What follows belongs to an exercise in optimizing a design on an open flow for small area, a short achievable clock period and few clock cycles per item; a production flow would make more cautious choices.
Function was not checked in any run shown here: the RTL went through the layout flow alone.
Power and IR drop assume default switching activity.

**flow/design.v**
```verilog
module stripe_pq (
  input  wire        clk,
  input  wire        rst,
  input  wire        in_valid,
  output wire        in_ready,
  input  wire [63:0] in_data,
  input  wire [5:0]  cfg_n,        
  input  wire [4:0]  cfg_ppos,     
  input  wire [1:0]  cfg_nlost,    
  input  wire [4:0]  cfg_lost0,
  input  wire [4:0]  cfg_lost1,
  output wire        out_valid,
  input  wire        out_ready,
  output wire [63:0] out_a,
  output wire [63:0] out_b
);
  function automatic [7:0] gf_mul(input [7:0] a, input [7:0] b);
    integer i;
    reg [7:0] p, aa;
    begin
      p  = 8'h00;
      aa = a;
      for (i = 0; i < 8; i = i + 1) begin
        if (b[i]) p = p ^ aa;
        aa = {aa[6:0], 1'b0} ^ (aa[7] ? 8'h1D : 8'h00);
      end
      gf_mul = p;
    end
  endfunction
  function automatic [7:0] gf_x(input [7:0] a);        
    gf_x = {a[6:0], 1'b0} ^ (a[7] ? 8'h1D : 8'h00);
  endfunction
  function automatic [7:0] gf_xi(input [7:0] a);       
    gf_xi = {1'b0, a[7:1]} ^ (a[0] ? 8'h8E : 8'h00);
  endfunction
  function automatic [63:0] gf_x8(input [63:0] w);
    integer i;
    begin
      for (i = 0; i < 8; i = i + 1) gf_x8[8*i +: 8] = gf_x(w[8*i +: 8]);
    end
  endfunction
  function automatic [63:0] gf_xi8(input [63:0] w);
    integer i;
    begin
      for (i = 0; i < 8; i = i + 1) gf_xi8[8*i +: 8] = gf_xi(w[8*i +: 8]);
    end
  endfunction
  function automatic [63:0] gf_mul8(input [63:0] w, input [7:0] c);
    integer i;
    begin
      for (i = 0; i < 8; i = i + 1) gf_mul8[8*i +: 8] = gf_mul(w[8*i +: 8], c);
    end
  endfunction
  function automatic [7:0] tp(input [4:0] d);
    begin
      case (d)
      5'd1:  tp = 8'hf5;  5'd2:  tp = 8'ha6;  5'd3:  tp = 8'h9c;  5'd4:  tp = 8'h73;
      5'd5:  tp = 8'hec;  5'd6:  tp = 8'h5e;  5'd7:  tp = 8'h55;  5'd8:  tp = 8'ha1;
      5'd9:  tp = 8'ha8;  5'd10: tp = 8'hfa;  5'd11: tp = 8'h75;  5'd12: tp = 8'h84;
      5'd13: tp = 8'he5;  5'd14: tp = 8'hc1;  5'd15: tp = 8'h8b;  5'd16: tp = 8'h66;
      5'd17: tp = 8'hdd;  5'd18: tp = 8'h27;  5'd19: tp = 8'h62;  5'd20: tp = 8'hf3;
      5'd21: tp = 8'he8;  5'd22: tp = 8'hb5;  5'd23: tp = 8'hd3;  5'd24: tp = 8'h03;
      5'd25: tp = 8'h8f;  5'd26: tp = 8'hbb;  5'd27: tp = 8'hab;  5'd28: tp = 8'hdf;
      5'd29: tp = 8'h88;  5'd30: tp = 8'h56;  5'd31: tp = 8'h58;
      default: tp = 8'h00;
      endcase
    end
  endfunction
  reg  [4:0]  apos;          
  reg  [5:0]  an;            
  reg         rdy;           
  reg         ov;            
  reg         s2;            
  reg         st1;           
  reg         full;          
  wire fire   = in_valid && rdy;
  wire a_nz   = (apos != 5'd0);
  wire a_last = a_nz && ({1'b0, apos} + 6'd1 == an);
  reg  [63:0] in_r;
  reg         v_r;
  reg  [4:0]  pos_r;
  reg         first_r, last_r;
  reg  [5:0]  cn_r;
  reg  [4:0]  cp_r, cl0_r, cl1_r;
  reg  [1:0]  cnl_r;
  reg  [5:0]  jn;
  reg  [4:0]  jp, jl0, jl1;
  reg  [1:0]  jnl;
  wire        last_done = v_r && last_r;
  wire        full_n = last_done || (full && !st1);
  wire        s2_n   = st1;
  wire        ov_n   = s2 || (ov && !out_ready);
  wire        st1_n  = full_n && !ov_n && !s2_n;
  wire        rdy_n  = (fire ? !a_last : a_nz) || (!ov_n && !s2_n);
  always @(posedge clk) begin
    in_r    <= in_data;
    cn_r    <= cfg_n;
    cp_r    <= cfg_ppos;
    cnl_r   <= cfg_nlost;
    cl0_r   <= cfg_lost0;
    cl1_r   <= cfg_lost1;
    pos_r   <= apos;
    first_r <= !a_nz;
    last_r  <= a_last;
    if (rst) begin
      apos <= 5'd0;
      v_r  <= 1'b0;
      rdy  <= 1'b1;
      full <= 1'b0;
      s2   <= 1'b0;
      st1  <= 1'b0;
      ov   <= 1'b0;
    end else begin
      v_r  <= fire;
      rdy  <= rdy_n;
      full <= full_n;
      s2   <= s2_n;
      st1  <= st1_n;
      ov   <= ov_n;
      if (fire) apos <= a_last ? 5'd0 : apos + 5'd1;
    end
    if (fire && !a_nz) an <= cfg_n;
    if (v_r && first_r) begin
      jn  <= cn_r;
      jp  <= cp_r;
      jnl <= cnl_r;
      jl0 <= cl0_r;
      jl1 <= cl1_r;
    end
  end
  assign in_ready = rdy;
  wire        j_new  = v_r && first_r;
  wire [4:0]  sp_p   = j_new ? cp_r  : jp;
  wire [4:0]  sp_l0  = j_new ? cl0_r : jl0;
  wire [4:0]  sp_l1  = j_new ? cl1_r : jl1;
  wire [1:0]  sp_nl  = j_new ? cnl_r : jnl;
  reg r_p, r_q, r_qg, r_l0, r_l1;
  always @(posedge clk) begin
    r_p  <= (apos == sp_p);
    r_q  <= ({1'b0, apos} == {1'b0, sp_p} + 6'd1);
    r_qg <= (apos == 5'd1) && (sp_p == 5'd0);
    r_l0 <= (sp_nl != 2'd0) && (apos == sp_l0);
    r_l1 <= (sp_nl == 2'd2) && (apos == sp_l1);
  end
  wire c_plast = ({1'b0, cp_r} + 6'd1 == cn_r);
  wire f_p   = (cp_r == 5'd0);
  wire f_q   = c_plast;
  wire f_l0  = (cnl_r != 2'd0) && (cl0_r == 5'd0);
  wire is_p  = first_r ? f_p  : r_p;
  wire is_q  = first_r ? f_q  : r_q;
  wire is_d  = !is_p && !is_q;
  wire is_l0 = first_r ? f_l0 : r_l0;
  wire is_l1 = first_r ? 1'b0 : r_l1;
  wire lost  = is_l0 || is_l1;
  wire c_l0q  = ({1'b0, cl0_r} == {1'b0, cp_r} + 6'd1) || (cl0_r == 5'd0 && c_plast);
  wire c_l1q  = ({1'b0, cl1_r} == {1'b0, cp_r} + 6'd1);
  wire c_qlost = ((cnl_r != 2'd0) && c_l0q) || ((cnl_r == 2'd2) && c_l1q);
  reg  [3:0] c_jf;           
  always @* begin
    case (cnl_r)
      2'd0: c_jf = 4'b0110;
      2'd1: c_jf = c_qlost ? 4'b1000 : 4'b0100;
      default:
        if (!c_qlost) c_jf = (cl0_r == cp_r) ? 4'b1110 : 4'b1011;
        else          c_jf = c_l1q ? 4'b0110 : 4'b1001;
    endcase
  end
  reg        j_qlost;
  reg  [3:0] j_jf, jf;
  wire       qlost = first_r ? c_qlost : j_qlost;
  reg  [63:0] sp, z, res_a, res_b;
  reg  [7:0]  pw, cq, al, be, mc;
  reg  [4:0]  cnt;
  reg         l0d;
  wire [63:0] m_x = st1 ? z : s2 ? res_b : in_r;
  wire [63:0] m_o = gf_mul8(m_x, mc);
  reg fix, fx_spk, fx_zg, fx_zk;
  wire [63:0] sp_b = (fix && fx_spk) ? 64'd0 : sp;
  wire        nz_d = v_r && !first_r && is_d;
  wire        z_0  = fix && fx_zk;
  wire        z_g  = fix && fx_zg && !nz_d;        
  wire        z_i  = nz_d && !(fix && fx_zg);      
  wire [63:0] z_h  = z_0 ? 64'd0 : z_g ? gf_x8(z) : z_i ? gf_xi8(z) : z;
  wire        add_sp = v_r && !first_r && !is_q && !lost;
  wire        add_d  = v_r && !first_r && is_d && !lost;
  wire        add_qg = v_r && !first_r && is_q && !lost && r_qg;
  wire        add_qm = v_r && !first_r && is_q && !lost && !r_qg;
  wire [63:0] z_in = (add_d ? in_r : 64'd0) ^ (add_qg ? gf_x8(in_r) : 64'd0) ^
                     (add_qm ? m_o : 64'd0);
  wire [7:0] pw_c  = first_r ? 8'h01 : pw;
  wire [7:0] cq_c  = first_r ? 8'h02 : cq;
  wire [7:0] al_c  = first_r ? 8'h00 : al;
  wire [7:0] be_c  = first_r ? 8'h8E : be;
  wire       l0d_c = first_r ? 1'b0 : l0d;
  wire [7:0] tpv   = tp(cnt);
  reg  [7:0] cq_n, al_n, be_n;
  always @* begin
    cq_n = cq; al_n = al; be_n = be;
    if (v_r) begin
      cq_n = is_d ? gf_xi(cq_c) : cq_c;
      if (is_d && lost && !qlost) begin
        be_n = (is_l1 && l0d_c) ? tpv : 8'h01;
        al_n = (is_l1 && l0d_c) ? tpv : al_c;
      end else begin
        be_n = is_d ? gf_x(be_c) : be_c;
        al_n = (is_d && lost) ? pw_c : al_c;
      end
    end
  end
  always @(posedge clk) begin
    if (v_r && first_r) begin
      sp <= in_r;
      z  <= in_r;
    end else begin
      sp <= sp_b ^ (add_sp ? in_r : 64'd0);
      z  <= z_h ^ z_in;
    end
    if (rst) fix <= 1'b0;
    else     fix <= v_r && first_r;
    if (v_r && first_r) begin
      fx_spk  <= f_q || f_l0;
      fx_zg   <= f_q && !f_l0;
      fx_zk   <= f_p || f_l0;
      j_qlost <= c_qlost;
      j_jf    <= c_jf;
    end
    cq <= cq_n;
    al <= al_n;
    be <= be_n;
    mc <= st1_n ? be_n : st1 ? al : cq_n;
    if (v_r) begin
      pw  <= is_d ? gf_x(pw_c) : pw_c;
      l0d <= l0d_c || (is_d && is_l0);
      if (is_d && is_l0) cnt <= 5'd1;
      else if (is_d)     cnt <= cnt + 5'd1;
    end
    if (last_done) jf <= first_r ? c_jf : j_jf;
  end
  wire [63:0] xs = res_a ^ m_o;
  always @(posedge clk) begin
    if (st1) begin
      res_a <= m_o;
      res_b <= sp;
    end else if (s2) begin
      res_a <= (jf[3] ? xs : 64'd0) ^ (jf[2] ? res_b : 64'd0);
      res_b <= (jf[1] ? xs : 64'd0) ^ (jf[0] ? res_b : 64'd0);
    end
  end
  assign out_valid = ov;
  assign out_a     = res_a;
  assign out_b     = res_b;
endmodule
```
**flow/run.sh**
```bash
#!/bin/bash
# synth_recipe.tcl (not shown) runs the flow's synth.tcl, then flattens the netlist and writes it again
# the make line also repeats each setting of config.mk as NAME=value (left out here)
make -C /OpenROAD-flow-scripts/flow DESIGN_CONFIG=/design/flow/config.mk WORK_HOME=/design/flow/orfs CLKGATE_MAP_FILE= SYNTH_SCRIPT=/design/flow/synth_recipe.tcl finish
```
**flow/config.mk**
```make
export PLATFORM = sky130hd
export DESIGN_NAME = stripe_pq
export DESIGN_NICKNAME = stripe_pq
export VERILOG_FILES = /design/flow/design.v
export SDC_FILE = /design/flow/constraint.sdc
export NUM_CORES = 4
export LEC_CHECK = 0
export CAP_MARGIN = 20
export CORE_MARGIN = 2
export CORE_UTILIZATION = 25
export PLACE_DENSITY = 0.35
export SLEW_MARGIN = 20
```
**flow/constraint.sdc**
```tcl
create_clock -name core_clock -period 10.0 [get_ports {clk}]
set_input_delay 2.0000 -clock core_clock [delete_from_list [all_inputs] [get_ports {clk}]]
set_output_delay 2.0000 -clock core_clock [all_outputs]
set_load 0.01 [all_outputs]
```
==> qor.txt, run 1 <==
r2r startpoint: st1
post-synthesis cell area: 37400 um^2
RSZ-0062 raised after global routing: no
worst slew pin tran: 1140 ps
row cnt: 142
met3 Resource Use GR: 2.72%
skew final: 37.4 ps
initial antenna violation count: 6
crit-path max FO: 103
layout cell share with drive strength beyond 1: 9.52%
Mapped Cells: 4382
status: no timing/DRC/antenna violations
final period utilization: 55.2%
worst r2r path cells: 12
type of the worst setup path: reg2reg
setup TNS: 0 ps
DP Worst Slack: 4370 ps
max frequency: 181 MHz
Yosys Warn Count: 1
Final Hold Fails: 0
vias in the first global route: 31.3k
syn_nets: 4488
Post-synth EDFFs: 168
area grow syn2layout: 16.8%
met1 GRT Util: 28.3%
setup bufs post-CTS: 0
CP Launch Type: flip-flop
DR WL/cell: 25.5 um
Root Buffer: clkbuf_16
vias: 31.9k
CP endpoint kind: flip-flop
HP Class: reg2reg
initial DRC count: 2136
Setup-failing EPs final: 0
Clock Path Buffers: 3
Critical Path Source: st1
Die Y: 391 um
DPL Wire Length: 111000 um
# clock sinks: 451
first-pass GRT wire length: 235000 um
drt pass-1 iters: 5
crit path to: res_b[27]
CTS tree: done
P per Cell Area: 221 nW/um^2
final hold slack: 459 ps
worst reg2reg setup slack: 4480 ps
CP Data Required Time: 10440 ps
Core Region: 149000 um^2
global route hottest layer: met2
DRC errors left: 0
largest net degree at the start of global routing: 122
GR Util met2: 35.6%
gpl congestion: 0.807
DRT Wirelength: 164000 um
Horiz. Die Dim: 391 um
Layout Nets: 4527
die area: 153000 um^2
Peak VDD IR: 0.000133 V
CTS Hold Bufs: 0
critical path arrival: 5950 ps
fin. max-slew vios: 0
Total Routing Usage GR: 21.0%
CTS H-tree depth: 3
syn_area_per_cell: 8.54 um^2
DRT antenna net count: 0
ys async rst share: 0%
register bit total from synthesis: 451
Ports: 221
maxcap violations: 0
CTS buffer count: 67
Clk Latency, worst-skew pair: 690 ps
Yosys cell types: 94
sequential area share after synthesis: 28.6%
final worst path period need: 5520 ps
Via density: 4.97
P_leak: 16.6 nW
GRT Residual Overflow: 0
starting density of the core: 25.1%
Primary FF master, synth: dfxtp_1
Crit Reg-Reg Endpoint: res_b[27]
# resized after CTS: 0
Worst-path clk slew: 60 ps
relative slew slack: 23.8%
setup ws final: 4480 ps
IO Port Bufs: 220
## sequential cells by signal, indices dropped and copies added, names as in the netlist, 5 cells and up
| name | flops |
|---|---|
| in_r | 64 |
| res_a | 64 |
| res_b | 64 |
| sp | 64 |
| z | 64 |
| al | 8 |
| be | 8 |
| cq | 8 |
| mc | 8 |
| pw | 8 |
| tpv | 8 |
| an | 6 |
| cn_r | 6 |
| apos | 5 |
| cl0_r | 5 |
| cl1_r | 5 |
| cnt | 5 |
| cp_r | 5 |
| jl0 | 5 |
| jl1 | 5 |
| jp | 5 |
## logic make-up (layout without fill, tap and decap cells)
logic type | Yosys count | after routing | synth area share [%]
AO/OA/AOI/OAI | 897 | 897 | 15.8
AND/OR/NAND/NOR | 1523 | 1523 | 17.2
XOR/XNOR | 850 | 850 | 25.2
adder cells (fa/ha/maj) | 15 | 15 | 0.501
multiplexers | 277 | 277 | 8.53
other | 0 | 3 | 0
buffers and inverters | 369 | 463 | 4.16
flip-flops | 451 | 451 | 28.6
## stage by stage
stage	area (um^2)	utilization, %	cells	power (mW)
after floorplan	37400	-	4382	5.98
after global placement	41400	27.7	6295	7.21
after detailed placement	41400	27.7	6295	7.21
after CTS	43700	29.3	6419	9.78
after global routing	43700	29.3	6420	10.3
final	43700	29.3	6423	9.67
## final cells by class
cell class,count,area [um^2]
fillers,15828,106000
clock inverters,24,345
flip-flops and latches,451,10700
repair buffers,296,2820
well taps,1944,2430
inverters,43,176
clock buffers,100,1960
diodes,3,7.51
multi-input cells,3562,25300
## worst min path at each step
stage                 from  endpoint  slack (ps)  cells after the start
floorplan           jnl[1]    jnl[1]         430                      2
global placement    jl1[0]    jl1[0]         450                      2
detailed placement  jl1[3]    jl1[3]         450                      2
CTS                 jnl[1]    jnl[1]         470                      2
global route        jl0[0]    jl0[0]         480                      2
finish              jnl[1]    jnl[1]         460                      2
## routing by layer
layer,vias to the layer above,part of all wire [%]
met4,2,2.1
met5,-,0.012
li1,15234,-
met1,15827,46
met2,727,48
met3,139,4.0
## power by group
group / switching [mW] / total (mW) / internal, mW
Combinational: 2.51 / 4.53 / 2.03
Sequential: 0.383 / 2.64 / 2.25
Clock: 1.06 / 2.50 / 1.44
Total: 3.95 / 9.67 / 5.72
## cells in the mapped netlist (all sizes together), types with 12 or more instances
library cell,number,area (um^2)
a211oi,29,223
a21boi,16,120
a21o,57,428
a21oi,201,1010
a221o,12,120
a22o,16,140
a22oi,127,958
a2bb2oi,13,120
a31oi,26,163
a32o,18,180
and2,18,113
and3,26,163
buf,78,458
clkbuf,248,931
dfxtp,283,5670
edfxtp,168,5040
ha,15,188
inv,40,158
mux2,130,1480
mux2i,146,1690
nand2,831,3120
nand2b,73,457
nand3,63,315
nor2,361,1360
nor2b,18,113
nor3,62,310
nor3b,18,135
o211ai,36,270
o21a,26,195
o21ai,182,952
o22ai,78,488
or2,13,81.3
xnor2,458,4170
xnor3,117,2640
xor2,263,2330
xor3,12,287
## cells in the final DEF (no fill, tap or decap), types with 16 or more instances in the layout
cell type        Yosys  final
clkbuf_1           248     20
xnor3_1            113    113
dfxtp_1            283    273
xor2_1             259    259
mux2_2             123    123
nor3_1              62     61
mux2i_1            117    116
nor2_1             361    356
xnor2_1            437    437
clkdlybuf4s50_1      0    220
o21a_1              26     25
a32o_1              18     18
inv_1               37     34
and3_1              26     25
nand2_1            831    829
a211oi_1            28     28
o211ai_1            36     36
o21ai_0            161    161
a31oi_1             26     26
clkbuf_16            0     70
buf_4               11     73
edfxtp_1           168    168
nand2b_1            73     73
nor2b_1             18     18
a21oi_1            200    198
o22ai_1             78     78
nand3_1             63     63
a21o_1              57     57
xnor2_2             21     21
nor3b_1             18     18
a22o_1              16     16
a22oi_1            126    126
## worst max-delay path, stage by stage, from the launching register on
cell	delay [ps]
dfxtp_4	740
clkinv_8	630
buf_12	480
mux2i_4	560
xnor3_1	630
xor2_1	290
nand2_1	100
xnor3_1	410
xnor3_2	520
xnor2_1	180
nor2_1	70
xnor2_1	150
mux2_2	260
==> inputs of run 2 (changes only) <==
--- a/flow/design.v
+++ b/flow/design.v
@@ -171,6 +171,7 @@
   reg  [63:0] sp, z, res_a, res_b;
   reg  [7:0]  pw, cq, al, be, mc;
   reg  [4:0]  cnt;
+  reg  [7:0]  tpv;           
   reg         l0d;
   wire [63:0] m_x = st1 ? z : s2 ? res_b : in_r;
   wire [63:0] m_o = gf_mul8(m_x, mc);
@@ -192,7 +193,7 @@
   wire [7:0] al_c  = first_r ? 8'h00 : al;
   wire [7:0] be_c  = first_r ? 8'h8E : be;
   wire       l0d_c = first_r ? 1'b0 : l0d;
-  wire [7:0] tpv   = tp(cnt);
+  wire [7:0] tp_inc = tp(cnt + 5'd1);
   reg  [7:0] cq_n, al_n, be_n;
   always @* begin
     cq_n = cq; al_n = al; be_n = be;
@@ -231,8 +232,13 @@
     if (v_r) begin
       pw  <= is_d ? gf_x(pw_c) : pw_c;
       l0d <= l0d_c || (is_d && is_l0);
-      if (is_d && is_l0) cnt <= 5'd1;
-      else if (is_d)     cnt <= cnt + 5'd1;
+      if (is_d && is_l0) begin
+        cnt <= 5'd1;
+        tpv <= 8'hf5;                        
+      end else if (is_d) begin
+        cnt <= cnt + 5'd1;
+        tpv <= tp_inc;
+      end
     end
     if (last_done) jf <= first_r ? c_jf : j_jf;
   end
--- a/flow/config.mk
+++ b/flow/config.mk
@@ -5,8 +5,10 @@
 export SDC_FILE = /design/flow/constraint.sdc
 export NUM_CORES = 4
 export LEC_CHECK = 0
+export ABC_CLOCK_PERIOD_IN_PS = 3000
 export CAP_MARGIN = 20
 export CORE_MARGIN = 2
-export CORE_UTILIZATION = 25
-export PLACE_DENSITY = 0.35
+export CORE_UTILIZATION = 50
+export PLACE_DENSITY = 0.6
+export SETUP_SLACK_MARGIN = 5
 export SLEW_MARGIN = 20
==> qor.txt, run 2 <==
fin. max-slew vios: 0 (unchanged)
Tot Pwr: 8.52 mW (was 9.67 mW)
drt pass-1 iters: 6 (was 5)
Yosys Warn Count: 1 (unchanged)
ys async rst share: 0% (unchanged)
critical path arrival: 5130 ps (was 5950 ps)
HP Class: reg2reg (unchanged)
layout cell share with drive strength beyond 1: 9.12% (was 9.52%)
Mapped Cells: 4422 (was 4382)
register bit total from synthesis: 451 (unchanged)
sequential area share after synthesis: 28.8% (was 28.6%)
worst slew pin tran: 1180 ps (was 1140 ps)
relative slew slack: 21.0% (was 23.8%)
syn_nets: 4529 (was 4488)
final hold slack: 466 ps (was 459 ps)
skew final: 29.9 ps (was 37.4 ps)
CTS Hold Bufs: 0 (unchanged)
Total Routing Usage GR: 34.5% (was 21.0%)
met3 Resource Use GR: 4.72% (was 2.72%)
gpl congestion: 0.889 (was 0.807)
register share of total power: 30.4% (was 27.3%)
Post-synth EDFFs: 176 (was 168)
Clock power frac: 24.7% (was 25.8%)
Via density: 6.05 (was 4.97)
vias: 33.1k (was 31.9k)
dpl cell area: 40200 um^2 (was 41400 um^2)
maxcap violations: 0 (unchanged)
setup TNS: 0 ps (unchanged)
Synth top area share: 14.7% (was 15.1%)
Internal: 5.20 mW (was 5.72 mW)
post-synthesis cell area: 37500 um^2 (was 37400 um^2)
starting density of the core: 50.5% (was 25.1%)
Yosys cell types: 90 (was 94)
initial antenna violation count: 2 (was 6)
Ports: 221 (unchanged)
Clock Path Buffers: 3 (unchanged)
CTS tree: done (unchanged)
CP endpoint kind: flip-flop (unchanged)
Clk Latency, worst-skew pair: 650 ps (was 690 ps)
Synth area leaders: dfxtp_1 15%, edfxtp_1 14%, xnor2_1 11%, nand2_1 8.4%, xor2_1 6.2% (was dfxtp_1 15%, edfxtp_1 13%, xnor2_1 10%, nand2_1 8.3%, xnor3_1 6.8%)
final worst path period need: 4740 ps (was 5520 ps)
commonest non-fill, non-tap cell in the layout: nand2_1 (unchanged)
status: no timing/DRC/antenna violations (unchanged)
Root Buffer: clkbuf_16 (unchanged)
Net Switching: 3.32 mW (was 3.95 mW)
DRT antenna net count: 0 (unchanged)
syn_area_per_cell: 8.48 um^2 (was 8.54 um^2)
P per Cell Area: 201 nW/um^2 (was 221 nW/um^2)
CTS buffer count: 55 (was 67)
Final Hold Fails: 0 (unchanged)
Core Region: 74300 um^2 (was 149000 um^2)
DRT Wirelength: 137000 um (was 164000 um)
sw frac: 38.9% (was 40.8%)
diode count: 0 (was 3)
Horiz. Die Dim: 278 um (was 391 um)
Peak VDD IR: 0.000143 V (was 0.000133 V)
IO Port Bufs: 220 (unchanged)
DR WL/cell: 25.1 um (was 25.5 um)
Combinational Power Share: 45.0% (was 46.9%)
Worst-path clk slew: 60 ps (about the same)
dpl cells: 5353 (was 6295)
Die Y: 278 um (was 391 um)
design area: 42300 um^2 (was 43700 um^2)
vias in the first global route: 31.1k (was 31.3k)
CTS H-tree depth: 2 (was 3)
max frequency: 211 MHz (was 181 MHz)
# clock sinks: 451 (unchanged)
area grow syn2layout: 12.8% (was 16.8%)
Layout Nets: 4556 (was 4527)
global route hottest layer: met2 (unchanged)
synth cell count leaders: 841 x nand2_1, 476 x xnor2_1, 342 x nor2_1, 275 x dfxtp_1, 264 x xor2_1 (was 831 x nand2_1, 437 x xnor2_1, 361 x nor2_1, 283 x dfxtp_1, 259 x xor2_1)
final period utilization: 47.4% (was 55.2%)
crit-path max FO: 90 (was 103)
Finished Layout Cells: 5465 (was 6423)
GR Util met2: 55.3% (was 35.6%)
met1 GRT Util: 45.2% (was 28.3%)
RSZ-0062 raised after global routing: no (unchanged)
first-pass GRT wire length: 203000 um (was 235000 um)
CP Launch Type: flip-flop (unchanged)
DPL Wire Length: 88800 um (was 111000 um)
fillers: 6798 (was 15.8k)
area leader, netlist: dfxtp_1 (unchanged)
largest net degree at the start of global routing: 157 (was 122)
most frequent cells in the layout: 840 x nand2_1, 474 x xnor2_1, 337 x nor2_1, 265 x dfxtp_1, 262 x xor2_1 (was 829 x nand2_1, 437 x xnor2_1, 356 x nor2_1, 273 x dfxtp_1, 259 x xor2_1)
Primary FF master, synth: dfxtp_1 (unchanged)
P_leak: 16.0 nW (was 16.6 nW)
die area: 77200 um^2 (was 153000 um^2)
count leader, synth: nand2_1 (unchanged)
GRT Residual Overflow: 0 (unchanged)
row cnt: 100 (was 142)
CP Data Required Time: 10390 ps (was 10440 ps)
DRC errors left: 0 (unchanged)
initial DRC count: 3580 (was 2136)
Setup-failing EPs final: 0 (unchanged)
type of the worst setup path: reg2reg (unchanged)
## run 2: cell types whose count changed after synthesis, sizes merged, moves of 10 or more
cell / previous run / this run
nor2b: 18 / 5
a22o: 16 / 6
o21ai: 182 / 208
a22oi: 127 / 139
and2: 18 / 8
a31oi: 26 / 50
nor3: 62 / 52
xnor3: 117 / 100
nand3: 63 / 86
a21oi: 201 / 181
nor2: 361 / 342
nand2: 831 / 841
xnor2: 458 / 493
## run 2: worst paths after layout
kind	start	end	slack, ps	cells after the start
worst max-delay path	st1	res_b[0]	5260	12
worst min register to register	jl0[3]	jl0[3]	470	2
worst min-delay path	jl0[3]	jl0[3]	470	2
worst max register to register	st1	res_b[0]	5260	12
## run 2: final cells by class
cell class / count / area [um^2] / share of cell area [%]
clock buffers: 87 / 1650 / 3.90
repair buffers: 302 / 2930 / 6.92
multi-input cells: 3596 / 25300 / 59.8
flip-flops and latches: 451 / 10800 / 25.6
inverters: 43 / 190 / 0.450
clock inverters: 17 / 233 / 0.550
well taps: 969 / 1210 / 2.87
## run 2: cells by family after synthesis
| group | count (synthesis) | share of synthesized area, % |
|---|---|---|
| xor gates and xnor gates | 871 | 24.8 |
| DFF | 451 | 28.8 |
| adders and majority gates | 16 | 0.534 |
| buffers and inverters | 375 | 4.16 |
| muxes | 283 | 8.69 |
| and+or+nand+nor | 1508 | 17.0 |
| AOI/OAI and AO/OA | 918 | 16.0 |
## run 2: metal layers
layer  share of wire [%]  routed length (um)
met5              0.0095                  13
met4                 6.0                8240
met3                 7.9               10800
met2                  45               62100
met1                  41               56200
## run 2: stage by stage
| step | worst slack, ps | utilization, % |
|---|---|---|
| 5_1_grt | 5030 | 56.9 |
| 2_1_floorplan | 5620 | - |
| 4_1_cts | 4970 | 56.7 |
| 3_3_place_gp | 4650 | 54.1 |
| 6_report | 5260 | 56.9 |
| 3_5_place_dp | 4620 | 54.1 |
## run 2: what timing repair did
| item | 4_1_cts | 5_1_grt |
|---|---|---|
| setup endpoints to repair | 52 | 60 |
| pin swaps | 0 | 0 |
| buffers inserted | 0 | 7 |
| gates cloned | 1 | 0 |
| gates resized for setup | 3 | 12 |
## run 2: power by group through the flow
| stage | Combinational, mW | Clock [mW] | Sequential (mW) |
|---|---|---|---|
| 5_1_grt | 4.15 | 2.20 | 2.61 |
| 4_1_cts | 3.78 | 2.14 | 2.57 |
| 3_5_place_dp | 3.76 | 0 | 2.60 |
| 3_3_place_gp | 3.71 | 0 | 2.61 |
| 6_report | 3.83 | 2.10 | 2.59 |
| 2_1_floorplan | 3.06 | 0 | 2.42 |
## run 2: critical path: stages (launching register included)
cell and delay [ps]:
dfxtp_4 630, clkinv_16 390, buf_16 410, mux2i_4 470, xnor3_1 650, nand2_1 130
xnor3_1 390, xor2_1 160, xnor2_1 450, nand2b_1 170, nand3_1 90, xor2_1 180
mux2_2 260
==> inputs of run 3 (changes only) <==
--- a/flow/design.v
+++ b/flow/design.v
@@ -66,13 +66,26 @@
       endcase
     end
   endfunction
+  function automatic [31:0] gf_xi4(input [31:0] w);
+    integer i;
+    begin
+      for (i = 0; i < 4; i = i + 1) gf_xi4[8*i +: 8] = gf_xi(w[8*i +: 8]);
+    end
+  endfunction
+  function automatic [31:0] gf_mul4(input [31:0] w, input [7:0] c);
+    integer i;
+    begin
+      for (i = 0; i < 4; i = i + 1) gf_mul4[8*i +: 8] = gf_mul(w[8*i +: 8], c);
+    end
+  endfunction
   reg  [4:0]  apos;          
   reg  [5:0]  an;            
   reg         rdy;           
   reg         ov;            
-  reg         s2;            
-  reg         st1;           
   reg         full;          
+  reg         cp;            
+  reg  [2:0]  ops;           
+  reg         q1, q2;        
   wire fire   = in_valid && rdy;
   wire a_nz   = (apos != 5'd0);
   wire a_last = a_nz && ({1'b0, apos} + 6'd1 == an);
@@ -86,12 +99,28 @@
   reg  [5:0]  jn;
   reg  [4:0]  jp, jl0, jl1;
   reg  [1:0]  jnl;
+  wire        j_new  = v_r && first_r;
+  wire [4:0]  sp_p   = j_new ? cp_r  : jp;
+  wire [4:0]  sp_l0  = j_new ? cl0_r : jl0;
+  wire [4:0]  sp_l1  = j_new ? cl1_r : jl1;
+  wire [1:0]  sp_nl  = j_new ? cnl_r : jnl;
+  wire a_p  = (apos == sp_p);
+  wire a_q  = ({1'b0, apos} == {1'b0, sp_p} + 6'd1);
+  wire a_l0 = (sp_nl != 2'd0) && (apos == sp_l0);
+  wire a_l1 = (sp_nl == 2'd2) && (apos == sp_l1);
+  wire a_qm = a_q && !a_l0 && !a_l1 && (apos[4:1] != 4'd0);    
+  wire        bank_free = !q1 && !q2;
+  wire        exec   = (ops != 3'd0) && bank_free;
   wire        last_done = v_r && last_r;
-  wire        full_n = last_done || (full && !st1);
-  wire        s2_n   = st1;
-  wire        ov_n   = s2 || (ov && !out_ready);
-  wire        st1_n  = full_n && !ov_n && !s2_n;
-  wire        rdy_n  = (fire ? !a_last : a_nz) || (!ov_n && !s2_n);
+  wire        full_n = last_done || (full && !cp);
+  wire        q1_n   = fire && a_qm;
+  wire        q2_n   = q1;
+  wire        ov_n   = (exec && ops == 3'd4) || (ov && !out_ready);
+  wire [2:0]  ops_n  = cp ? 3'd1 : !exec ? ops : (ops == 3'd4) ? 3'd0 : ops + 3'd1;
+  wire        cp_n   = full_n && (ops_n == 3'd0) && !ov_n && !q2_n;
+  wire        apz_n  = fire ? a_last : !a_nz;            
+  wire        rdy_n  = !apz_n ||
+                       ((ops_n == 3'd0) && !ov_n && (full_n ? !q2_n : !q1_n));
   always @(posedge clk) begin
     in_r    <= in_data;
     cn_r    <= cfg_n;
@@ -107,20 +136,24 @@
       v_r  <= 1'b0;
       rdy  <= 1'b1;
       full <= 1'b0;
-      s2   <= 1'b0;
-      st1  <= 1'b0;
+      cp   <= 1'b0;
+      ops  <= 3'd0;
+      q1   <= 1'b0;
+      q2   <= 1'b0;
       ov   <= 1'b0;
     end else begin
       v_r  <= fire;
       rdy  <= rdy_n;
       full <= full_n;
-      s2   <= s2_n;
-      st1  <= st1_n;
+      cp   <= cp_n;
+      ops  <= ops_n;
+      q1   <= q1_n;
+      q2   <= q2_n;
       ov   <= ov_n;
       if (fire) apos <= a_last ? 5'd0 : apos + 5'd1;
     end
     if (fire && !a_nz) an <= cfg_n;
-    if (v_r && first_r) begin
+    if (j_new) begin
       jn  <= cn_r;
       jp  <= cp_r;
       jnl <= cnl_r;
@@ -129,18 +162,13 @@
     end
   end
   assign in_ready = rdy;
-  wire        j_new  = v_r && first_r;
-  wire [4:0]  sp_p   = j_new ? cp_r  : jp;
-  wire [4:0]  sp_l0  = j_new ? cl0_r : jl0;
-  wire [4:0]  sp_l1  = j_new ? cl1_r : jl1;
-  wire [1:0]  sp_nl  = j_new ? cnl_r : jnl;
   reg r_p, r_q, r_qg, r_l0, r_l1;
   always @(posedge clk) begin
-    r_p  <= (apos == sp_p);
-    r_q  <= ({1'b0, apos} == {1'b0, sp_p} + 6'd1);
+    r_p  <= a_p;
+    r_q  <= a_q;
     r_qg <= (apos == 5'd1) && (sp_p == 5'd0);
-    r_l0 <= (sp_nl != 2'd0) && (apos == sp_l0);
-    r_l1 <= (sp_nl == 2'd2) && (apos == sp_l1);
+    r_l0 <= a_l0;
+    r_l1 <= a_l1;
   end
   wire c_plast = ({1'b0, cp_r} + 6'd1 == cn_r);
   wire f_p   = (cp_r == 5'd0);
@@ -166,15 +194,17 @@
     endcase
   end
   reg        j_qlost;
-  reg  [3:0] j_jf, jf;
+  reg  [3:0] j_jf, jf, jf_h;
   wire       qlost = first_r ? c_qlost : j_qlost;
   reg  [63:0] sp, z, res_a, res_b;
-  reg  [7:0]  pw, cq, al, be, mc;
+  reg  [31:0] qh;            
+  reg  [7:0]  pw, cq, al, be, ah, bh, mc;
   reg  [4:0]  cnt;
   reg  [7:0]  tpv;           
   reg         l0d;
-  wire [63:0] m_x = st1 ? z : s2 ? res_b : in_r;
-  wire [63:0] m_o = gf_mul8(m_x, mc);
+  wire        op_a = (ops[2:1] == 2'b00) || (ops == 3'd2);    
+  wire [31:0] m_x  = q1 ? in_r[31:0] : q2 ? qh : op_a ? res_a[31:0] : res_b[31:0];
+  wire [31:0] m_o  = gf_mul4(m_x, mc);
   reg fix, fx_spk, fx_zg, fx_zk;
   wire [63:0] sp_b = (fix && fx_spk) ? 64'd0 : sp;
   wire        nz_d = v_r && !first_r && is_d;
@@ -185,9 +215,8 @@
   wire        add_sp = v_r && !first_r && !is_q && !lost;
   wire        add_d  = v_r && !first_r && is_d && !lost;
   wire        add_qg = v_r && !first_r && is_q && !lost && r_qg;
-  wire        add_qm = v_r && !first_r && is_q && !lost && !r_qg;
   wire [63:0] z_in = (add_d ? in_r : 64'd0) ^ (add_qg ? gf_x8(in_r) : 64'd0) ^
-                     (add_qm ? m_o : 64'd0);
+                     {(q2 ? (nz_d ? gf_xi4(m_o) : m_o) : 32'd0), (q1 ? m_o : 32'd0)};
   wire [7:0] pw_c  = first_r ? 8'h01 : pw;
   wire [7:0] cq_c  = first_r ? 8'h02 : cq;
   wire [7:0] al_c  = first_r ? 8'h00 : al;
@@ -208,6 +237,9 @@
       end
     end
   end
+  wire [7:0] ah_n = cp ? al : ah;
+  wire [7:0] bh_n = cp ? be : bh;
+  wire       op_a_n = (ops_n[2:1] == 2'b00) || (ops_n == 3'd2);
   always @(posedge clk) begin
     if (v_r && first_r) begin
       sp <= in_r;
@@ -216,6 +248,7 @@
       sp <= sp_b ^ (add_sp ? in_r : 64'd0);
       z  <= z_h ^ z_in;
     end
+    if (q1) qh <= in_r[63:32];
     if (rst) fix <= 1'b0;
     else     fix <= v_r && first_r;
     if (v_r && first_r) begin
@@ -228,7 +261,9 @@
     cq <= cq_n;
     al <= al_n;
     be <= be_n;
-    mc <= st1_n ? be_n : st1 ? al : cq_n;
+    ah <= ah_n;
+    bh <= bh_n;
+    mc <= (q1_n || q2_n) ? cq_n : op_a_n ? bh_n : ah_n;
     if (v_r) begin
       pw  <= is_d ? gf_x(pw_c) : pw_c;
       l0d <= l0d_c || (is_d && is_l0);
@@ -242,14 +277,21 @@
     end
     if (last_done) jf <= first_r ? c_jf : j_jf;
   end
-  wire [63:0] xs = res_a ^ m_o;
+  wire [31:0] xs = res_a[31:0] ^ m_o;
+  wire [31:0] ra = (jf_h[3] ? xs : 32'd0) ^ (jf_h[2] ? res_b[31:0] : 32'd0);
+  wire [31:0] rb = (jf_h[1] ? xs : 32'd0) ^ (jf_h[0] ? res_b[31:0] : 32'd0);
   always @(posedge clk) begin
-    if (st1) begin
-      res_a <= m_o;
+    if (cp) begin
+      res_a <= z;
       res_b <= sp;
-    end else if (s2) begin
-      res_a <= (jf[3] ? xs : 64'd0) ^ (jf[2] ? res_b : 64'd0);
-      res_b <= (jf[1] ? xs : 64'd0) ^ (jf[0] ? res_b : 64'd0);
+      jf_h  <= jf;
+    end else if (exec) begin
+      if (op_a) begin
+        res_a <= {m_o, res_a[63:32]};
+      end else begin
+        res_a <= {ra, res_a[63:32]};
+        res_b <= {rb, res_b[63:32]};
+      end
     end
   end
   assign out_valid = ov;
==> qor.txt, run 3 <==
area grow syn2layout: 15.1% (was 12.8%)
drt pass-1 iters: 6 (unchanged)
fin util: 57.9% (was 56.9%)
P per Cell Area: 281 nW/um^2 (was 201 nW/um^2)
Synth top area share: 20.0% (was 14.7%)
first-pass GRT wire length: 193000 um (was 203000 um)
relative slew slack: 13.4% (was 21.0%)
IO Port Bufs: 220 (unchanged)
RSZ-0062 raised after global routing: yes (was no)
CP Launch Type: flip-flop (unchanged)
CTS buffer count: 57 (was 55)
Clock Path Buffers: 3 (unchanged)
final worst path period need: 4880 ps (was 4740 ps)
register area: 12400 um^2 (was 10800 um^2)
syn_area_per_cell: 8.79 um^2 (was 8.48 um^2)
synth cell count leaders: 740 x nand2_1, 322 x xnor2_1, 287 x dfxtp_1, 262 x xor2_1, 221 x clkbuf_1 (was 841 x nand2_1, 476 x xnor2_1, 342 x nor2_1, 275 x dfxtp_1, 264 x xor2_1)
Worst-path clk slew: 60 ps (about the same)
vias: 30.3k (was 33.1k)
DRT Wirelength: 134000 um (was 137000 um)
dpl cell area: 35700 um^2 (was 40200 um^2)
Yosys Warn Count: 1 (unchanged)
initial DRC count: 3687 (was 3580)
CP peak stage delay: 480 ps (was 650 ps)
commonest non-fill, non-tap cell in the layout: nand2_1 (unchanged)
count leader, synth: nand2_1 (unchanged)
fin. max-slew vios: 0 (unchanged)
CP Data Required Time: 10390 ps (about the same)
die area: 68100 um^2 (was 77200 um^2)
Total Routing Usage GR: 38.6% (was 34.5%)
dpl cells: 4617 (was 5353)
syn_nets: 3864 (was 4529)
critical path arrival: 5270 ps (was 5130 ps)
r2r startpoint: q2 (was st1)
Layout Nets: 3934 (was 4556)
CTS H-tree depth: 2 (unchanged)
Ports: 221 (unchanged)
maxcap violations: 0 (unchanged)
DRT antenna net count: 0 (unchanged)
Core Region: 65500 um^2 (was 74300 um^2)
DR WL/cell: 28.3 um (was 25.1 um)
Primary FF master, synth: dfxtp_1 (unchanged)
worst reg2reg setup slack: 5120 ps (was 5260 ps)
skew final: 26.0 ps (was 29.9 ps)
sequential area share after synthesis: 37.4% (was 28.8%)
vias in the first global route: 28.4k (was 31.1k)
status: no timing/DRC/antenna violations (unchanged)
crit path buf inv count: 2 (unchanged)
Peak VDD IR: 0.000190 V (was 0.000143 V)
Synth area leaders: edfxtp_1 20%, dfxtp_1 17%, xnor2_1 8.5%, nand2_1 8.4%, xor2_1 7.0% (was dfxtp_1 15%, edfxtp_1 14%, xnor2_1 11%, nand2_1 8.4%, xor2_1 6.2%)
CTS Hold Bufs: 0 (unchanged)
Finished Layout Cells: 4740 (was 5465)
Root Buffer: clkbuf_16 (unchanged)
post-synthesis cell area: 33000 um^2 (was 37500 um^2)
setup TNS: 0 ps (unchanged)
DPL Wire Length: 92100 um (was 88800 um)
setup ws final: 5120 ps (was 5260 ps)
worst r2r path cells: 15 (was 12)
CP delay by family, top: XOR/XNOR gates (unchanged)
CP endpoint kind: flip-flop (unchanged)
Yosys cell types: 100 (was 90)
Crit Reg-Reg Endpoint: res_b[35] (was res_b[0])
register bit total from synthesis: 507 (was 451)
Die Y: 261 um (was 278 um)
GRT Residual Overflow: 0 (unchanged)
# clock sinks: 507 (was 451)
most frequent cells in the layout: 737 x nand2_1, 314 x xnor2_1, 285 x dfxtp_1, 260 x xor2_1 (was 840 x nand2_1, 474 x xnor2_1, 337 x nor2_1, 265 x dfxtp_1, 262 x xor2_1)
crit path to: res_b[35] (was res_b[0])
Mapped Cells: 3754 (was 4422)
area leader, netlist: edfxtp_1 (was dfxtp_1)
max frequency: 205 MHz (was 211 MHz)
layout cell share with drive strength beyond 1: 10.4% (was 9.12%)
CP max stage cell: buf_4 (was xnor3_1)
final hold slack: 420 ps (was 466 ps)
Setup-failing EPs final: 0 (unchanged)
CTS tree: done (unchanged)
Final Hold Fails: 0 (unchanged)
HP Class: reg2reg (unchanged)
ys async rst share: 0% (unchanged)
DP Worst Slack: 4490 ps (was 4620 ps)
worst slew pin tran: 1290 ps (was 1180 ps)
DRC errors left: 0 (unchanged)
design area: 38000 um^2 (was 42300 um^2)
initial antenna violation count: 3 (was 2)
Horiz. Die Dim: 261 um (was 278 um)
cells along the critical path: buf_4, nand2b_4, o22ai_2, a31oi_1, buf_4, xnor2_1, o21ai_0, xnor2_1, o22ai_1, xnor3_1, xor2_2, xor2_1, nand2_1, xor2_1, mux2_2 (was clkinv_16, buf_16, mux2i_4, xnor3_1, nand2_1, xnor3_1, xor2_1, xnor2_1, nand2b_1, nand3_1, xor2_1, mux2_2)
row cnt: 94 (was 100)
stages on the worst setup path: 15 (was 12)
type of the worst setup path: reg2reg (unchanged)
starting density of the core: 50.4% (was 50.5%)
Critical Path Source: q2 (was st1)
largest net degree at the start of global routing: 80 (was 157)
final period utilization: 48.8% (was 47.4%)
fillers: 5764 (was 6798)
Via density: 6.39 (was 6.05)
Clk Latency, worst-skew pair: 650 ps (about the same)
gpl congestion: 1.00 (was 0.889)
Tot Pwr: 10.7 mW (was 8.52 mW)
P_leak: 13.7 nW (was 16.0 nW)
crit-path max FO: 38 (was 90)
Post-synth EDFFs: 220 (was 176)
area of the multi-input gates: 19600 um^2 (was 25300 um^2)
-- run 3: cells by family (layout without fill, tap and decap cells) --
logic type	after synthesis	after routing	share of synthesized area (%)
buffers and inverters	339	457	4.20
flip-flops	507	507	37.4
XOR/XNOR	633	633	18.7
adder cells (fa/ha/maj)	19	19	0.721
AO/OA/AOI/OAI	804	804	15.8
multiplexers	201	201	6.86
AND/OR/NAND/NOR	1251	1252	16.3
other	0	3	0
-- run 3: what timing repair did --
action	4_1_cts	5_1_grt
gates cloned	1	0
pin swaps	2	2
setup buffers	3	7
gates resized for setup	17	29
endpoints found under the setup margin	71	62
-- run 3: where the power goes --
part	total [mW]	switching [mW]	internal [mW]
logic	5.18	2.95	2.23
registers	3.35	0.611	2.73
clock network	2.14	0.920	1.22
total	10.7	4.48	6.19
-- run 3: worst reg2reg max path: stages, from the launching register on --
cell and delay (ps):
dfxtp_1 310, buf_4 480, nand2b_4 490, o22ai_2 440, a31oi_1 110, buf_4 220, xnor2_1 430, o21ai_0 180
xnor2_1 170, o22ai_1 190, xnor3_1 400, xor2_2 470, xor2_1 210, nand2_1 80, xor2_1 180, mux2_2 260
-- run 3: worst min-delay path by stage --
stage          start      end  cells past startpoint  slack (ps)
6_report       jf[3]  jf_h[3]                      0         420
5_1_grt        jf[1]  jf_h[1]                      0         440
4_1_cts        jf[3]  jf_h[3]                      0         420
3_5_place_dp   jf[3]  jf_h[3]                      0         400
3_3_place_gp   jf[3]  jf_h[3]                      0         400
2_1_floorplan  jf[0]  jf_h[0]                      0         400
-- run 3: cell type report --
class	count	area share, %
flip-flops and latches	507	32.6
well taps	864	2.85
inverters	58	0.580
repair buffers	291	7.43
clock inverters	24	0.567
multi-input cells	2909	51.6
diodes	3	0.0198
clock buffers	84	4.43
-- run 3: routing by layer --
layer | part of all wire (%) | track usage, % | up-vias
li1 | - | - | 13258
met1 | 39 | 50.1 | 14660
met2 | 45 | 59.2 | 1936
met3 | 11 | 9.44 | 407
met4 | 5.6 | 20.6 | 4
met5 | 0.019 | 0 | -
==> inputs of run 4 (changes only) <==
==> flow/flow/run.sh (new file) <==
#!/bin/bash
set -euo pipefail
bash standard.sh synth > flow_synth.log 2>&1
bash standard.sh 'BUFFER_PORTS_ARGS=-buffer_cell sky130_fd_sc_hd__buf_4' SETUP_SLACK_MARGIN=6 finish > flow_finish.log 2>&1
==> flow/standard.sh (new file) <==
#!/bin/bash
# synth_recipe.tcl (not shown) runs the flow's synth.tcl, then flattens the netlist and writes it again
# the make line also repeats each setting of config.mk as NAME=value (left out here)
make -C /OpenROAD-flow-scripts/flow DESIGN_CONFIG=/design/flow/config.mk WORK_HOME=/design/flow/orfs CLKGATE_MAP_FILE= SYNTH_SCRIPT=/design/flow/synth_recipe.tcl "${@:-finish}"
removed: flow/run.sh
==> qor.txt, run 4 <==
status: no timing/DRC/antenna violations (unchanged)
type of the worst setup path: reg2reg (unchanged)
initial antenna violation count: 7 (was 3)
Final Hold Fails: 0 (unchanged)
CTS H-tree depth: 2 (unchanged)
WHS Endpoint: jf_h[1] (was jf_h[3])
largest net degree at the start of global routing: 75 (was 80)
CTS Hold Bufs: 0 (unchanged)
Primary FF master, synth: dfxtp_1 (unchanged)
Finished Layout Cells: 5000 (was 4740)
Layout Nets: 4193 (was 3934)
initial DRC count: 4669 (was 3687)
sequential area share after synthesis: 37.4% (unchanged)
Peak VDD IR: 0.000227 V (was 0.000190 V)
DPL Wire Length: 92000 um (was 92100 um)
Yosys Warn Count: 1 (unchanged)
first-pass GRT wire length: 209000 um (was 193000 um)
CP Launch Type: flip-flop (unchanged)
synth cell count leaders: 740 x nand2_1, 322 x xnor2_1, 287 x dfxtp_1, 262 x xor2_1, 221 x clkbuf_1 (unchanged)
critical path arrival: 4640 ps (was 5270 ps)
fillers: 5264 (was 5764)
worst reg2reg setup slack: 5760 ps (was 5120 ps)
P per Cell Area: 296 nW/um^2 (was 281 nW/um^2)
Synth top area share: 20.0% (unchanged)
die area: 68100 um^2 (unchanged)
Setup-failing EPs final: 0 (unchanged)
Worst-path clk slew: 60 ps (about the same)
CP endpoint kind: flip-flop (unchanged)
count leader, synth: nand2_1 (unchanged)
Root Buffer: clkbuf_16 (unchanged)
min-delay src: jf[1] (was jf[3])
syn_area_per_cell: 8.79 um^2 (unchanged)
CTS tree: done (unchanged)
commonest non-fill, non-tap cell in the layout: nand2_1 (unchanged)
drt pass-1 iters: 7 (was 6)
setup TNS: 0 ps (unchanged)
CP delay by family, top: XOR/XNOR gates (unchanged)
final period utilization: 42.4% (was 48.8%)
GRT Residual Overflow: 0 (unchanged)
Synth area leaders: edfxtp_1 20%, dfxtp_1 17%, xnor2_1 8.5%, nand2_1 8.4%, xor2_1 7.0% (unchanged)
Yosys cell types: 100 (unchanged)
register bit total from synthesis: 507 (unchanged)
vias in the first global route: 30.8k (was 28.4k)
Post-synth EDFFs: 220 (unchanged)
Tot Pwr: 12.7 mW (was 10.7 mW)
RSZ-0062 raised after global routing: yes (unchanged)
skew final: 28.4 ps (was 26.0 ps)
post-synthesis cell area: 33000 um^2 (unchanged)
row cnt: 94 (unchanged)
gpl congestion: 0.964 (was 1.00)
register area: 12400 um^2 (about the same)
Core Region: 65500 um^2 (unchanged)
ys async rst share: 0% (unchanged)
maxcap violations: 0 (unchanged)
CP max stage cell: xnor3_2 (was buf_4)
relative slew slack: 19.3% (was 13.4%)
cells along the critical path: inv_2, ha_4, and2b_4, buf_12, buf_16, buf_6, o21ai_4, a31oi_4, buf_6, xor2_4, xor2_1, and3_1, a311oi_2, xnor2_1, xnor3_2, xor2_4, nand2_1, xor2_1, mux2_2 (was buf_4, nand2b_4, o22ai_2, a31oi_1, buf_4, xnor2_1, o21ai_0, xnor2_1, o22ai_1, xnor3_1, xor2_2, xor2_1, nand2_1, xor2_1, mux2_2)
most frequent cells in the layout: 708 x nand2_1, 411 x buf_4, 280 x dfxtp_1, 239 x xnor2_1, 230 x xor2_1 (was 737 x nand2_1, 314 x xnor2_1, 285 x dfxtp_1, 260 x xor2_1)
crit path buf inv count: 5 (was 2)
P_leak: 16.6 nW (was 13.7 nW)
crit-path max FO: 5 (was 38)
IO Port Bufs: 220 (unchanged)
area grow syn2layout: 29.9% (was 15.1%)
Horiz. Die Dim: 261 um (unchanged)
DRC errors left: 0 (unchanged)
syn_nets: 3864 (unchanged)
max frequency: 236 MHz (was 205 MHz)
dpl cells: 4624 (was 4617)
layout cell share with drive strength beyond 1: 28.8% (was 10.4%)
Die Y: 261 um (unchanged)
Via density: 6.60 (was 6.39)
starting density of the core: 50.4% (unchanged)
# clock sinks: 507 (unchanged)
Mapped Cells: 3754 (unchanged)
CP peak stage delay: 580 ps (was 480 ps)
DR WL/cell: 30.2 um (was 28.3 um)
DRT antenna net count: 0 (unchanged)
Crit Reg-Reg Endpoint: res_b[59] (was res_b[35])
vias: 33.0k (was 30.3k)
worst slew pin tran: 1210 ps (was 1290 ps)
worst r2r path cells: 19 (was 15)
Hold Path Stages: 0 (unchanged)
CP Data Required Time: 10400 ps (was 10390 ps)
r2r startpoint: ops[0] (was q2)
HP Class: reg2reg (unchanged)
area of the multi-input gates: 21900 um^2 (was 19600 um^2)
final worst path period need: 4240 ps (was 4880 ps)
fin. max-slew vios: 0 (unchanged)
area leader, netlist: edfxtp_1 (unchanged)
Clk Latency, worst-skew pair: 650 ps (about the same)
Total Routing Usage GR: 42.0% (was 38.6%)
Ports: 221 (unchanged)
CTS buffer count: 57 (unchanged)
DRT Wirelength: 151000 um (was 134000 um)
Clock Path Buffers: 3 (unchanged)
## run 4: worst max path at each step
stage                      start   endpoint  slack (ps)  cells past startpoint
final                     ops[0]  res_b[59]        5760                     19
after floorplan           ops[1]  res_b[43]        6120                     15
after CTS                 ops[0]  res_b[43]        5830                     17
after global routing      ops[0]  res_a[59]        5710                     19
after detailed placement  ops[0]  res_b[35]        4570                     16
after global placement        q1  res_b[52]        4460                     14
## run 4: final cells by class
type                    instances  share of cell area [%]
clock inverters                23                   0.511
clock buffers                  85                    4.06
flip-flops and latches        507                    28.9
diodes                          4                  0.0234
repair buffers                549                    12.5
well taps                     864                    2.52
multi-input cells            2910                    51.0
inverters                      58                   0.537
## run 4: cells by family after synthesis
kind of cell	share of synthesized area, %
compound gates	15.8
xor+xnor	18.7
fa+ha+maj	0.721
buf+inv	4.20
flops	37.4
mux	6.86
simple gates	16.3
## run 4: repair_timing
action | in CTS | in global routing
pin swaps | 117 | 217
setup buffers | 141 | 101
cloned | 16 | 5
resized for setup | 273 | 340
endpoints found under the setup margin | 141 | 140
## run 4: power by group
part / internal [mW] / switching, mW / leakage (nW)
Clock: 1.27 / 0.934 / 0.971
Sequential: 2.73 / 0.633 / 4.42
Combinational: 3.45 / 3.66 / 11.2
Total: 7.46 / 5.22 / 16.6
## run 4: metrics by stage
step / hold WS [ps] / worst slack, ps / area, um^2 / utilization, %
after floorplan: 400 / 6120 / 33000 / -
after global placement: 408 / 4460 / 35200 / 53.7
after detailed placement: 408 / 4570 / 35200 / 53.7
after CTS: 424 / 5830 / 40200 / 61.4
after global routing: 434 / 5710 / 42900 / 65.4
final: 424 / 5760 / 42900 / 65.4
## run 4: layer usage
metal / part of all wire, % / wire (um) / global-route usage (%) / vias up
met1: 36 / 55100 / 53.1 / 15872
met4: 7.6 / 11400 / 27.1 / 6
met5: 0.056 / 85 / 0 / -
li1: - / - / - / 13772
met3: 14 / 20800 / 13.3 / 762
met2: 42 / 63500 / 61.7 / 2580
==> inputs of run 5 (changes only) <==
--- a/flow/design.v
+++ b/flow/design.v
@@ -86,6 +86,7 @@
   reg         cp;            
   reg  [2:0]  ops;           
   reg         q1, q2;        
+  reg         xa, xb;        
   wire fire   = in_valid && rdy;
   wire a_nz   = (apos != 5'd0);
   wire a_last = a_nz && ({1'b0, apos} + 6'd1 == an);
@@ -109,8 +110,7 @@
   wire a_l0 = (sp_nl != 2'd0) && (apos == sp_l0);
   wire a_l1 = (sp_nl == 2'd2) && (apos == sp_l1);
   wire a_qm = a_q && !a_l0 && !a_l1 && (apos[4:1] != 4'd0);    
-  wire        bank_free = !q1 && !q2;
-  wire        exec   = (ops != 3'd0) && bank_free;
+  wire        exec   = xa || xb;
   wire        last_done = v_r && last_r;
   wire        full_n = last_done || (full && !cp);
   wire        q1_n   = fire && a_qm;
@@ -118,6 +118,8 @@
   wire        ov_n   = (exec && ops == 3'd4) || (ov && !out_ready);
   wire [2:0]  ops_n  = cp ? 3'd1 : !exec ? ops : (ops == 3'd4) ? 3'd0 : ops + 3'd1;
   wire        cp_n   = full_n && (ops_n == 3'd0) && !ov_n && !q2_n;
+  wire        xa_n   = !q1_n && !q2_n && (ops_n == 3'd1 || ops_n == 3'd2);
+  wire        xb_n   = !q1_n && !q2_n && (ops_n == 3'd3 || ops_n == 3'd4);
   wire        apz_n  = fire ? a_last : !a_nz;            
   wire        rdy_n  = !apz_n ||
                        ((ops_n == 3'd0) && !ov_n && (full_n ? !q2_n : !q1_n));
@@ -140,6 +142,8 @@
       ops  <= 3'd0;
       q1   <= 1'b0;
       q2   <= 1'b0;
+      xa   <= 1'b0;
+      xb   <= 1'b0;
       ov   <= 1'b0;
     end else begin
       v_r  <= fire;
@@ -149,6 +153,8 @@
       ops  <= ops_n;
       q1   <= q1_n;
       q2   <= q2_n;
+      xa   <= xa_n;
+      xb   <= xb_n;
       ov   <= ov_n;
       if (fire) apos <= a_last ? 5'd0 : apos + 5'd1;
     end
@@ -202,8 +208,8 @@
   reg  [4:0]  cnt;
   reg  [7:0]  tpv;           
   reg         l0d;
-  wire        op_a = (ops[2:1] == 2'b00) || (ops == 3'd2);    
-  wire [31:0] m_x  = q1 ? in_r[31:0] : q2 ? qh : op_a ? res_a[31:0] : res_b[31:0];
+  wire [31:0] m_x  = ({32{q1}} & in_r[31:0]) | ({32{q2}} & qh) |
+                     ({32{xa}} & res_a[31:0]) | ({32{xb}} & res_b[31:0]);
   wire [31:0] m_o  = gf_mul4(m_x, mc);
   reg fix, fx_spk, fx_zg, fx_zk;
   wire [63:0] sp_b = (fix && fx_spk) ? 64'd0 : sp;
@@ -286,7 +292,7 @@
       res_b <= sp;
       jf_h  <= jf;
     end else if (exec) begin
-      if (op_a) begin
+      if (xa) begin
         res_a <= {m_o, res_a[63:32]};
       end else begin
         res_a <= {ra, res_a[63:32]};
==> flow/flow/run.sh (replaced) <==
#!/bin/bash
set -euo pipefail
bash standard.sh synth > flow_synth.log 2>&1
bash standard.sh 'BUFFER_PORTS_ARGS=-buffer_cell sky130_fd_sc_hd__buf_4' SETUP_SLACK_MARGIN=6.6 finish > flow_finish.log 2>&1
==> qor.txt, run 5 <==
post-synthesis cell area: 34000 um^2 (was 33000 um^2)
P per Cell Area: 213 nW/um^2 (was 296 nW/um^2)
commonest non-fill, non-tap cell in the layout: nand2_1 (unchanged)
dpl cells: 4628 (was 4624)
layout cell share with drive strength beyond 1: 34.3% (was 28.8%)
crit path to: z[51] (was res_b[59])
Post-Synth Adder-Cell Area: 0.662% (was 0.721%)
final period utilization: 38.9% (was 42.4%)
Setup-failing EPs final: 0 (unchanged)
fin. max-slew vios: 0 (unchanged)
CP endpoint kind: flip-flop (unchanged)
crit-path max FO: 7 (was 5)
fillers: 5189 (was 5264)
relative slew slack: 19.5% (was 19.3%)
Layout Nets: 4382 (was 4193)
Critical Path Source: q1 (was ops[0])
drt pass-1 iters: 8 (was 7)
final worst path period need: 3890 ps (was 4240 ps)
DRT antenna net count: 0 (unchanged)
Compound-Gate Fraction of Synth Area: 19.8% (was 15.8%)
mux cell area share after synthesis: 6.08% (was 6.86%)
status: no timing/DRC/antenna violations (unchanged)
register area: 12400 um^2 (about the same)
cells along the critical path: buf_16, buf_6, a22o_4, nor2_4, buf_6, or3_1, a31o_2, xnor2_2, a21oi_2, xnor3_4, a32o_2, o21a_1, o21a_1, a221o_1 (was inv_2, ha_4, and2b_4, buf_12, buf_16, buf_6, o21ai_4, a31oi_4, buf_6, xor2_4, xor2_1, and3_1, a311oi_2, xnor2_1, xnor3_2, xor2_4, nand2_1, xor2_1, mux2_2)
Synth top area share: 19.4% (was 20.0%)
Primary FF master, synth: dfxtp_1 (unchanged)
worst r2r path cells: 14 (was 19)
# clock sinks: 509 (was 507)
Total Routing Usage GR: 42.0% (about the same)
Core Region: 67300 um^2 (was 65500 um^2)
sequential area share after synthesis: 36.4% (was 37.4%)
RSZ-0062 raised after global routing: yes (unchanged)
DR WL/cell: 29.9 um (was 30.2 um)
CP peak stage delay: 650 ps (was 580 ps)
gpl congestion: 0.952 (was 0.964)
Peak VDD IR: 0.000196 V (was 0.000227 V)
area grow syn2layout: 34.7% (was 29.9%)
worst slew pin tran: 1210 ps (about the same)
Mapped Cells: 3752 (was 3754)
Yosys cell types: 104 (was 100)
Crit Reg-Reg Endpoint: z[51] (was res_b[59])
worst reg2reg setup slack: 6110 ps (was 5760 ps)
type of the worst setup path: reg2reg (unchanged)
ys async rst share: 0% (unchanged)
max frequency: 257 MHz (was 236 MHz)
Horiz. Die Dim: 265 um (was 261 um)
initial antenna violation count: 3 (was 7)
first-pass GRT wire length: 217000 um (was 209000 um)
row cnt: 95 (was 94)
Synth Area in XOR/XNOR: 17.5% (was 18.7%)
IO Port Bufs: 220 (unchanged)
DRT Wirelength: 156000 um (was 151000 um)
Root Buffer: clkbuf_16 (unchanged)
Via density: 6.54 (was 6.60)
setup TNS: 0 ps (unchanged)
register bit total from synthesis: 509 (was 507)
CP Data Required Time: 10530 ps (was 10400 ps)
largest net degree at the start of global routing: 78 (was 75)
Finished Layout Cells: 5197 (was 5000)
Clk Latency, worst-skew pair: 660 ps (was 650 ps)
r2r startpoint: q1 (was ops[0])
CTS H-tree depth: 2 (unchanged)
largest family of logic cells by synthesized area: compound AO/OA/AOI/OAI gates (was XOR/XNOR gates)
Die Y: 265 um (was 261 um)
Post-synth EDFFs: 220 (unchanged)
Worst-path clk slew: 60 ps (about the same)
crit path buf inv count: 3 (was 5)
stages on the worst setup path: 14 (was 19)
DRC errors left: 0 (unchanged)
Tot Pwr: 9.74 mW (was 12.7 mW)
Synth Area in Simple Gates: 15.4% (was 16.3%)
P_leak: 18.3 nW (was 16.6 nW)
Final Hold Fails: 0 (unchanged)
die area: 70100 um^2 (was 68100 um^2)
CTS buffer count: 58 (was 57)
area of the multi-input gates: 23000 um^2 (was 21900 um^2)
DPL Wire Length: 93700 um (was 92000 um)
CTS tree: done (unchanged)
most frequent cells in the layout: 622 x nand2_1, 516 x buf_4, 272 x dfxtp_1, 220 x edfxtp_1, 214 x xnor2_1 (was 708 x nand2_1, 411 x buf_4, 280 x dfxtp_1, 239 x xnor2_1, 230 x xor2_1)
syn_area_per_cell: 9.07 um^2 (was 8.79 um^2)
Clock Path Buffers: 3 (unchanged)
Ports: 221 (unchanged)
Synth area leaders: edfxtp_1 19%, dfxtp_1 17%, nand2_1 7.3%, xnor2_1 6.7%, xor2_1 5.3% (was edfxtp_1 20%, dfxtp_1 17%, xnor2_1 8.5%, nand2_1 8.4%, xor2_1 7.0%)
CP Launch Type: flip-flop (unchanged)
syn_nets: 3861 (was 3864)
CP max stage cell: xnor3_4 (was xnor3_2)
starting density of the core: 50.6% (was 50.4%)
maxcap violations: 0 (unchanged)
CTS Hold Bufs: 0 (unchanged)
initial DRC count: 4338 (was 4669)
GRT Residual Overflow: 0 (unchanged)
synth cell count leaders: 666 x nand2_1, 289 x dfxtp_1, 260 x xnor2_1, 228 x o21ai_0, 225 x nor2_1 (was 740 x nand2_1, 322 x xnor2_1, 287 x dfxtp_1, 262 x xor2_1, 221 x clkbuf_1)
HP Class: reg2reg (unchanged)
vias: 34.0k (was 33.0k)
CP delay by family, top: compound AO/OA/AOI/OAI gates (was XOR/XNOR gates)
skew final: 31.5 ps (was 28.4 ps)
Yosys Warn Count: 1 (unchanged)
count leader, synth: nand2_1 (unchanged)
vias in the first global route: 32.0k (was 30.8k)
area leader, netlist: edfxtp_1 (unchanged)
critical path arrival: 4420 ps (was 4640 ps)
==> run 5: power by group <==
| group | switching (mW) | internal (mW) | leakage, nW |
|---|---|---|---|
| Combinational | 2.27 | 2.03 | 12.8 |
| Clock | 0.975 | 1.37 | 1.04 |
| Sequential | 0.477 | 2.62 | 4.43 |
| Total | 3.72 | 6.02 | 18.3 |
==> run 5: cell families (layout without fill, tap and decap cells) <==
group / count (synthesis) / after routing
DFF: 509 / 509
adders and majority gates: 18 / 18
xor gates and xnor gates: 553 / 558
muxes: 187 / 187
buffers and inverters: 327 / 893
and+or+nand+nor: 1193 / 1193
AOI/OAI and AO/OA: 965 / 965
other: 0 / 1
==> run 5: layout make-up <==
| cell class | instances | share of cell area [%] |
|---|---|---|
| timing repair buffer | 720 | 15.1 |
| clock inverter | 32 | 0.830 |
| sequential | 509 | 27.1 |
| timing repair inverter | 1 | 0.0164 |
| multi-input combinational | 2921 | 50.2 |
| inverter | 62 | 0.554 |
| tap | 873 | 2.38 |
| antenna | 1 | 0.00546 |
| clock buffer | 78 | 3.76 |
==> run 5: layer usage <==
layer	up-vias	track usage, %	wire length, um
met3	745	8.64	15800
met4	2	33.8	15500
met1	16427	49.7	55000
met2	2328	66.3	69200
li1	14461	-	-
met5	-	0	13
==> run 5: worst reg2reg max path, cell delays in order (launching register included) <==
cell and delay, ps:
dfxtp_4 500, buf_16 210, buf_6 140, a22o_4 210
nor2_4 70, buf_6 120, or3_1 350, a31o_2 270
xnor2_2 140, a21oi_2 160, xnor3_4 650, a32o_2 310
o21a_1 200, o21a_1 190, a221o_1 250
==> run 5: timing repair <==
action,CTS,global route
pin swaps,187,207
endpoints found under the setup margin,306,170
cloned,21,6
buffers inserted,293,135
gates resized for setup,443,275
==> run 5: worst min-delay path by stage <==
stage / startpoint / to / slack, ps / cells past startpoint
finish: jf[0] / jf_h[0] / 420 / 0
floorplan: jf[0] / jf_h[0] / 400 / 0
detailed placement: jf[0] / jf_h[0] / 410 / 0
CTS: jf[2] / jf_h[2] / 420 / 0
global placement: jf[0] / jf_h[0] / 400 / 0
global route: jf[2] / jf_h[2] / 430 / 0
==> run 5: metrics by stage <==
stage	hold WS (ps)	cell area (um^2)	util (%)	setup WS [ps]
floorplan	400	34300	-	6390
global placement	404	36300	54.0	4480
detailed placement	407	36300	54.0	4810
CTS	418	43500	64.6	6200
global route	426	45800	68.1	6060
finish	420	45800	68.1	6110

## port drivers added, routing unchanged
Ports are ideal in the flow. The routed layouts listed here were re-timed in OpenROAD.
Step 1 assumes that a clkbuf_16 drives the clock port and a buf_2 every other input.
Step 2 times the ports against the registers' clock, not the clock port: input delays grow and output delays shrink by t, the midpoint of the rising clock arrivals with the driver on.
a / b / c = ideal / step 1 / step 2; a / b = the first two.
run | t, ns | setup slack, ns | latest minus earliest clock arrival (ns)
run 1 | 0.758 | 4.481 / 4.481 / 4.481 | 0.038 / 0.038
run 2 | 0.699 | 5.260 / 5.260 / 5.260 | 0.034 / 0.034
run 3 | 0.706 | 5.121 / 5.121 / 5.121 | 0.027 / 0.027
run 4 | 0.706 | 5.757 / 5.757 / 5.757 | 0.031 / 0.031
run 5 | 0.706 | 6.112 / 6.112 / 6.056 | 0.033 / 0.033
After both steps every run listed still meets setup and hold. For run 5, which loses most, drivers alone change the setup slack by 0.000 ns; drivers and shift together by -0.056 ns.
